What follows belongs to an exercise in optimizing a design on an open flow for small area, a short achievable clock period and few clock cycles per item; a production flow would make more cautious choices.
Function was checked by simulation only, so behaviour that the tests miss may differ from the original.

==> build 10 <==
==> flow/design.v (excerpt) <==
module cellstep (
    input  wire        clk,
    input  wire        rst,
    input  wire        in_valid,
    output wire        in_ready,
    input  wire        rec_valid,
    input  wire        rec_pend,
    input  wire        rec_out,
    input  wire        hold,
    input  wire [31:0] dcur,
    input  wire [31:0] dstep,
    input  wire [31:0] gcur,
    input  wire [31:0] gstep,
    input  wire [15:0] nrem,
    input  wire [15:0] plen,
    input  wire [31:0] td,
    input  wire [31:0] tg,
    input  wire [31:0] x_m1,      
    input  wire [31:0] x_0,       
    input  wire [31:0] x_p1,      
    input  wire [31:0] x_p2,      
    output wire        out_valid,
    input  wire        out_ready,
    output wire        o_valid,
    output wire        o_pend,
    output wire [31:0] o_dcur,
    output wire [31:0] o_dstep,
    output wire [31:0] o_gcur,
    output wire [31:0] o_gstep,
    output wire [15:0] o_nrem,
    output wire [47:0] contrib
);
clock: 12.0 ns
lec_check: 0
abc_clock_period_in_ps: 4000
cap_margin: 20
core_margin: 2
core_utilization: 40
setup_slack_margin: 5
slew_margin: 20
synth_memory_max_bits: 32768
standard.sh (not shown) runs the stock make flow with config.mk's settings and CLKGATE_MAP_FILE= SYNTH_SCRIPT=/design/flow/synth_recipe.tcl, a recipe that flattens the netlist after the stock synthesis.
==> flow/flow/run.sh <==
#!/bin/bash
# The standard layout (standard.sh, unchanged synthesis and steps),
# with the port buffers that buffer_ports inserts made plain buf_1 cells
# instead of the delay buffer it picks by default.
set -euo pipefail
bash standard.sh "BUFFER_PORTS_ARGS=-buffer_cell sky130_fd_sc_hd__buf_1" finish > flow_standard.log 2>&1
==> inputs of build 93, as changes to build 10 <==
--- a/flow/design.v
+++ b/flow/design.v
@@ -272,13 +272,10 @@
     input  wire        rst,
     input  wire        start,
     input  wire        consume,
     input  wire [31:0] adiv,      
     input  wire [31:0] gdiv,      
-    input  wire [11:0] rdiv,      
-    input  wire [11:0] rgdiv,
-    input  wire [2:0]  c,         
     input  wire [15:0] n,
     input  wire [17:0] n3,        
     output wire        idle,
     output reg         done,
     output wire [31:0] qd,
@@ -288,14 +285,14 @@
     reg [2:0]  cnt;
     reg [31:0] ad, ag;
     reg [15:0] rd, rg;
     reg [15:0] nr;
     reg [17:0] n3r;
-    wire [31:0] a_d = start ? adiv : ad;
-    wire [31:0] a_g = start ? gdiv : ag;
-    wire [15:0] r_d = start ? {4'd0, rdiv} : rd;
-    wire [15:0] r_g = start ? {4'd0, rgdiv} : rg;
+    wire [31:0] a_d = start ? {adiv[27:0], 4'd0} : ad;
+    wire [31:0] a_g = start ? {gdiv[27:0], 4'd0} : ag;
+    wire [15:0] r_d = start ? {12'd0, adiv[31:28]} : rd;
+    wire [15:0] r_g = start ? {12'd0, gdiv[31:28]} : rg;
     wire [15:0] nn  = start ? n : nr;
     wire [17:0] nn3 = start ? n3 : n3r;
     wire [31:0] a_d2, a_g2;
     wire [15:0] r_d2, r_g2;
     cellstep_div_steps u_sd (.a(a_d), .r(r_d), .n(nn), .n3(nn3), .a_o(a_d2), .r_o(r_d2));
@@ -305,21 +302,21 @@
             busy <= 1'b0;
             done <= 1'b0;
         end else if (start) begin
             busy <= 1'b1;
         end else if (busy) begin
-            if (cnt == 3'd1) begin
+            if (cnt == 3'd6) begin
                 busy <= 1'b0;
                 done <= 1'b1;
             end
         end else if (consume) begin
             done <= 1'b0;
         end
         if (start)
-            cnt <= c - 3'd1;
+            cnt <= 3'd1;
         else if (busy)
-            cnt <= cnt - 3'd1;
+            cnt <= cnt + 3'd1;
         if (start || busy) begin
             ad <= a_d2;
             ag <= a_g2;
             rd <= r_d2;
             rg <= r_g2;
@@ -393,44 +390,38 @@
     output wire [31:0] o_gstep,
     output wire [15:0] o_nrem,
     output wire [47:0] contrib
 );
     localparam [15:0] OUT_RAMP = 16'd480;
-    reg  v0, v1, v2;
+    reg  v0, v1, v2, vo;
     reg  pd0, pd1, pd2;
     wire div_idle, div_done;
     reg  st0;                        
     wire ok0    = ~pd0 | st0 | div_idle;
-    wire ok2    = ~pd2 | div_done;   
-    wire mv2    = v2 & ok2 & out_ready;
+    wire ok2    = ~pd2 | div_done;
+    wire ld_out = ~vo | out_ready;
+    wire mv2    = v2 & ok2 & ld_out;
     wire ld2    = ~v2 | mv2;
     wire mv1    = v1 & ld2;
     wire ld1    = ~v1 | mv1;
     wire mv0    = v0 & ok0 & ld1;
     wire ld0    = ~v0 | mv0;
     wire div_start = v0 & pd0 & ~st0 & div_idle;
-    wire rdy_a = ~v0 | (ok0 & (~v1 | ~v2));
-    wire rdy_b = ok0 & ok2;
+    wire rdy_a = ~v0 | (ok0 & (~v1 | ~v2 | (ok2 & ~vo)));
+    wire rdy_b = v0 & ok0 & v1 & v2 & ok2 & vo;
     assign in_ready  = rdy_a | (rdy_b & out_ready);
-    assign out_valid = v2 & ok2;
+    assign out_valid = vo;
     wire [15:0] in_n  = rec_out ? OUT_RAMP : plen;
     wire [17:0] in_n3 = {2'b00, in_n} + {1'b0, in_n, 1'b0};
     wire [32:0] in_dd1 = {1'b0, td} - {1'b0, dcur};
     wire [31:0] in_dd2 = dcur - td;
     wire        in_dneg = in_dd1[32];
     wire [31:0] in_dabs = in_dneg ? in_dd2 : in_dd1[31:0];
     wire [32:0] in_gd1 = {tg[31], tg} - {gcur[31], gcur};
     wire [32:0] in_gd2 = {gcur[31], gcur} - {tg[31], tg};
     wire        in_gneg = in_gd1[32];
     wire [31:0] in_gabs = in_gneg ? in_gd2[31:0] : in_gd1[31:0];
-    wire        in_n12 = (in_n[15:12] != 4'd0);
-    wire        in_n8  = (in_n[15:8] != 8'd0);
-    wire [2:0]  in_c   = in_n12 ? 3'd5 : in_n8 ? 3'd6 : 3'd7;
-    wire [31:0] in_da  = in_n12 ? {in_dabs[19:0], 12'd0} : in_n8 ? {in_dabs[23:0], 8'd0} : {in_dabs[27:0], 4'd0};
-    wire [31:0] in_ga  = in_n12 ? {in_gabs[19:0], 12'd0} : in_n8 ? {in_gabs[23:0], 8'd0} : {in_gabs[27:0], 4'd0};
-    wire [11:0] in_dr  = in_n12 ? in_dabs[31:20] : in_n8 ? {4'd0, in_dabs[31:24]} : {8'd0, in_dabs[31:28]};
-    wire [11:0] in_gr  = in_n12 ? in_gabs[31:20] : in_n8 ? {4'd0, in_gabs[31:24]} : {8'd0, in_gabs[31:28]};
     wire        in_k0 = (dcur[31:20] == 12'd0);
     wire [32:0] in_d0 = in_k0 ? 33'd0 : ({x_m1[31], x_m1} - {x_0[31], x_0});
     wire [32:0] in_d2 = {x_p1[31], x_p1} - {x_0[31], x_0};
     wire [32:0] in_d3 = {x_p2[31], x_p2} - {x_0[31], x_0};
     wire signed [17:0] h0, h1, h2, h3;
@@ -462,12 +453,10 @@
     reg        rv0, pend0, out0, hold0;
     reg [31:0] dcur0, dstep0, gcur0, gstep0;
     reg [15:0] nrem0, n0;
     reg [17:0] n3_0;
     reg [31:0] dabs0, gabs0;
-    reg [11:0] dr0, gr0;
-    reg [2:0]  c0;
     reg        dneg0, gneg0;
     reg [31:0] x1_1;
     reg [32:0] d01, d21, d31;
     reg [6:0]  b0one1, b0two1, b0neg1, b3one1, b3two1, b3neg1;
     reg [8:0]  b2one1, b2two1, b2neg1;
@@ -491,16 +480,13 @@
             gcur0  <= gcur;
             gstep0 <= gstep;
             nrem0  <= nrem;
             n0     <= in_n;
             n3_0   <= in_n3;
-            dabs0  <= in_da;
-            dr0    <= in_dr;
-            c0     <= in_c;
+            dabs0  <= in_dabs;
             dneg0  <= in_dneg;
-            gabs0  <= in_ga;
-            gr0    <= in_gr;
+            gabs0  <= in_gabs;
             gneg0  <= in_gneg;
             x1_1   <= x_0;
             d01    <= in_d0;
             d21    <= in_d2;
             d31    <= in_d3;
@@ -4406,38 +4392,53 @@
             zd2     <= zd1;
             dneg2   <= dneg1;
             gneg2   <= gneg1;
             ovalid2 <= ovalid1;
             opend2  <= opend1;
-            dcur2   <= (step1 & ~pd1) ? dcur1 + dstep1 : dcur1;
+            dcur2   <= dcur1;
             dstep2  <= dstep1;
-            gcur2   <= (step1 & ~pd1) ? gcur1 + gstep1 : gcur1;
+            gcur2   <= gcur1;
             gstep2  <= gstep1;
             onrem2  <= onrem1;
             t2a2    <= t2a;
             t2b2    <= t2b;
         end
     end
     wire [31:0] qd, qg;
     cellstep_div u_div (
         .clk(clk), .rst(rst),
         .start(div_start), .consume(mv2 & pd2),
-        .adiv(dabs0), .gdiv(gabs0), .rdiv(dr0), .rgdiv(gr0), .c(c0),
-        .n(n0), .n3(n3_0),
+        .adiv(dabs0), .gdiv(gabs0), .n(n0), .n3(n3_0),
         .idle(div_idle), .done(div_done), .qd(qd), .qg(qg));
     wire [63:0] prod2 = t2a2 + t2b2;
-    wire        dadd  = step2 & ~zd2;               
     wire [31:0] qds   = dneg2 ? 32'd0 - qd : qd;
-    wire [31:0] qgs   = gneg2 ? 32'd0 - qg : qg;
-    wire        dcin  = dadd & dneg2;
-    wire        gcin  = step2 & gneg2;
-    wire [31:0] pdcur = dcur2 + (({32{dadd}} & qd) ^ {32{dcin}}) + {31'd0, dcin};
-    wire [31:0] pgcur = gcur2 + (({32{step2}} & qg) ^ {32{gcin}}) + {31'd0, gcin};
-    assign o_valid = ovalid2;
-    assign o_pend  = opend2;
-    assign o_dcur  = pd2 ? pdcur : dcur2;
-    assign o_dstep = pd2 ? (zd2 ? 32'd0 : qds) : dstep2;
-    assign o_gcur  = pd2 ? pgcur : gcur2;
-    assign o_gstep = pd2 ? qgs : gstep2;
-    assign o_nrem  = onrem2;
-    assign contrib = {{12{prod2[63]}}, prod2[63:28]};
+    wire [31:0] ds2   = pd2 ? (zd2 ? 32'd0 : qds) : dstep2;
+    wire [31:0] gs2   = pd2 ? (gneg2 ? 32'd0 - qg : qg) : gstep2;
+    reg        r_valid, r_pend;
+    reg [31:0] r_dcur, r_dstep, r_gcur, r_gstep;
+    reg [15:0] r_nrem;
+    reg [47:0] r_contrib;
+    always @(posedge clk) begin
+        if (rst)
+            vo <= 1'b0;
+        else if (ld_out)
+            vo <= mv2;
+        if (ld_out) begin
+            r_valid   <= ovalid2;
+            r_pend    <= opend2;
+            r_dstep   <= ds2;
+            r_gstep   <= gs2;
+            r_dcur    <= dcur2 + (step2 ? ds2 : 32'd0);
+            r_gcur    <= gcur2 + (step2 ? gs2 : 32'd0);
+            r_nrem    <= onrem2;
+            r_contrib <= {{12{prod2[63]}}, prod2[63:28]};
+        end
+    end
+    assign o_valid = r_valid;
+    assign o_pend  = r_pend;
+    assign o_dcur  = r_dcur;
+    assign o_dstep = r_dstep;
+    assign o_gcur  = r_gcur;
+    assign o_gstep = r_gstep;
+    assign o_nrem  = r_nrem;
+    assign contrib = r_contrib;
 endmodule
==> flow/run.sh (new file) <==
#!/bin/bash
# synth_recipe.tcl (not shown) runs the flow's synth.tcl, then flattens the netlist and writes it again
# the make line also repeats each setting of config.mk as NAME=value (left out here)
make -C /OpenROAD-flow-scripts/flow DESIGN_CONFIG=/design/flow/config.mk WORK_HOME=/design/flow/orfs CLKGATE_MAP_FILE= SYNTH_SCRIPT=/design/flow/synth_recipe.tcl finish
SETUP_SLACK_MARGIN = default   (was 5)
removed: flow/flow/run.sh
removed: flow/standard.sh
==> notes.md <==
|  | build 10 | build 93 |
|---|---|---|
| Horizontal die dimension | 580.6 µm | 578.6 µm |
| WHS Endpoint | gcur1[24] | dstep2[12] |
| Total area of sequential cells | 33,510 µm² | 38,420 µm² |
| Buffers, non-clock | 1,112 | 872 |
| Adder-cell share of the synthesized area | 25.24% | 24.78% |
| Share of cell area taken by flip-flops and latches | 22.39% | 26.04% |
| Portion of the clock cycle consumed by the worst path in the final layout | 60.71% | 77.08% |
| CTS clock-pin slew for the worst setup and hold paths | 0.06 ns | 0.07 ns |
| Status | no timing/DRC/antenna violations | no timing/DRC/antenna violations |
| Initial Utilization | 40.24% | 40.27% |
| Multiplexer area fraction after synthesis | 1.987% | 1.348% |
| Half-perimeter wire length after placement | 385,200 µm | 370,500 µm |
| Fraction of area in multi-input gates | 62.44% | 58.18% |
| Worst reg2reg endpoint | t2a2[33] | u_div.rg[1] |
| Number of combinational gates with multiple inputs | 10,786 | 9,970 |
| Depth of the worst register-to-register path | 25 | 26 |
| Slew at the pin closest to its max-slew limit | 1.340 ns | 1.297 ns |
| Core footprint | 330,500 µm² | 327,900 µm² |
| Final Instance Count excl. Fillers | 18,936 | 17,974 |
Testbench counts of build 10, summed over its fixed seeds: cycles 6,022, items 4,800.
Testbench counts of build 93, summed over its fixed seeds: cycles 6,301, items 4,800.

afterwards: timing with drivers on the ports:
How much do the figures lean on ideal ports? The routed layouts below were timed once more, with nothing changed but the port constraints. Step 1, drivers: a clkbuf_16 drives clk and a buf_2 each remaining input, both assumed. Step 2 also shifts input and output timing later by t, the mid clock arrival at the registers, as if the neighbouring blocks saw the same clock. a / b / c = ideal / step 1 / step 2; a / b = the first two.
run	shift t [ns]	setup WS [ns]	worst setup path after step 2	slew at the worst register clock pin (ns)
build 10	0.956	4.715 / 4.605 / 4.229	input to register	0.07 / 0.07
build 93	0.945	2.751 / 2.751 / 2.751	register to register	0.07 / 0.07
After both steps setup and hold are still met in every run listed. The setup slack of build 10, which loses most, moves by -0.110 ns with the drivers and by -0.486 ns with both steps.
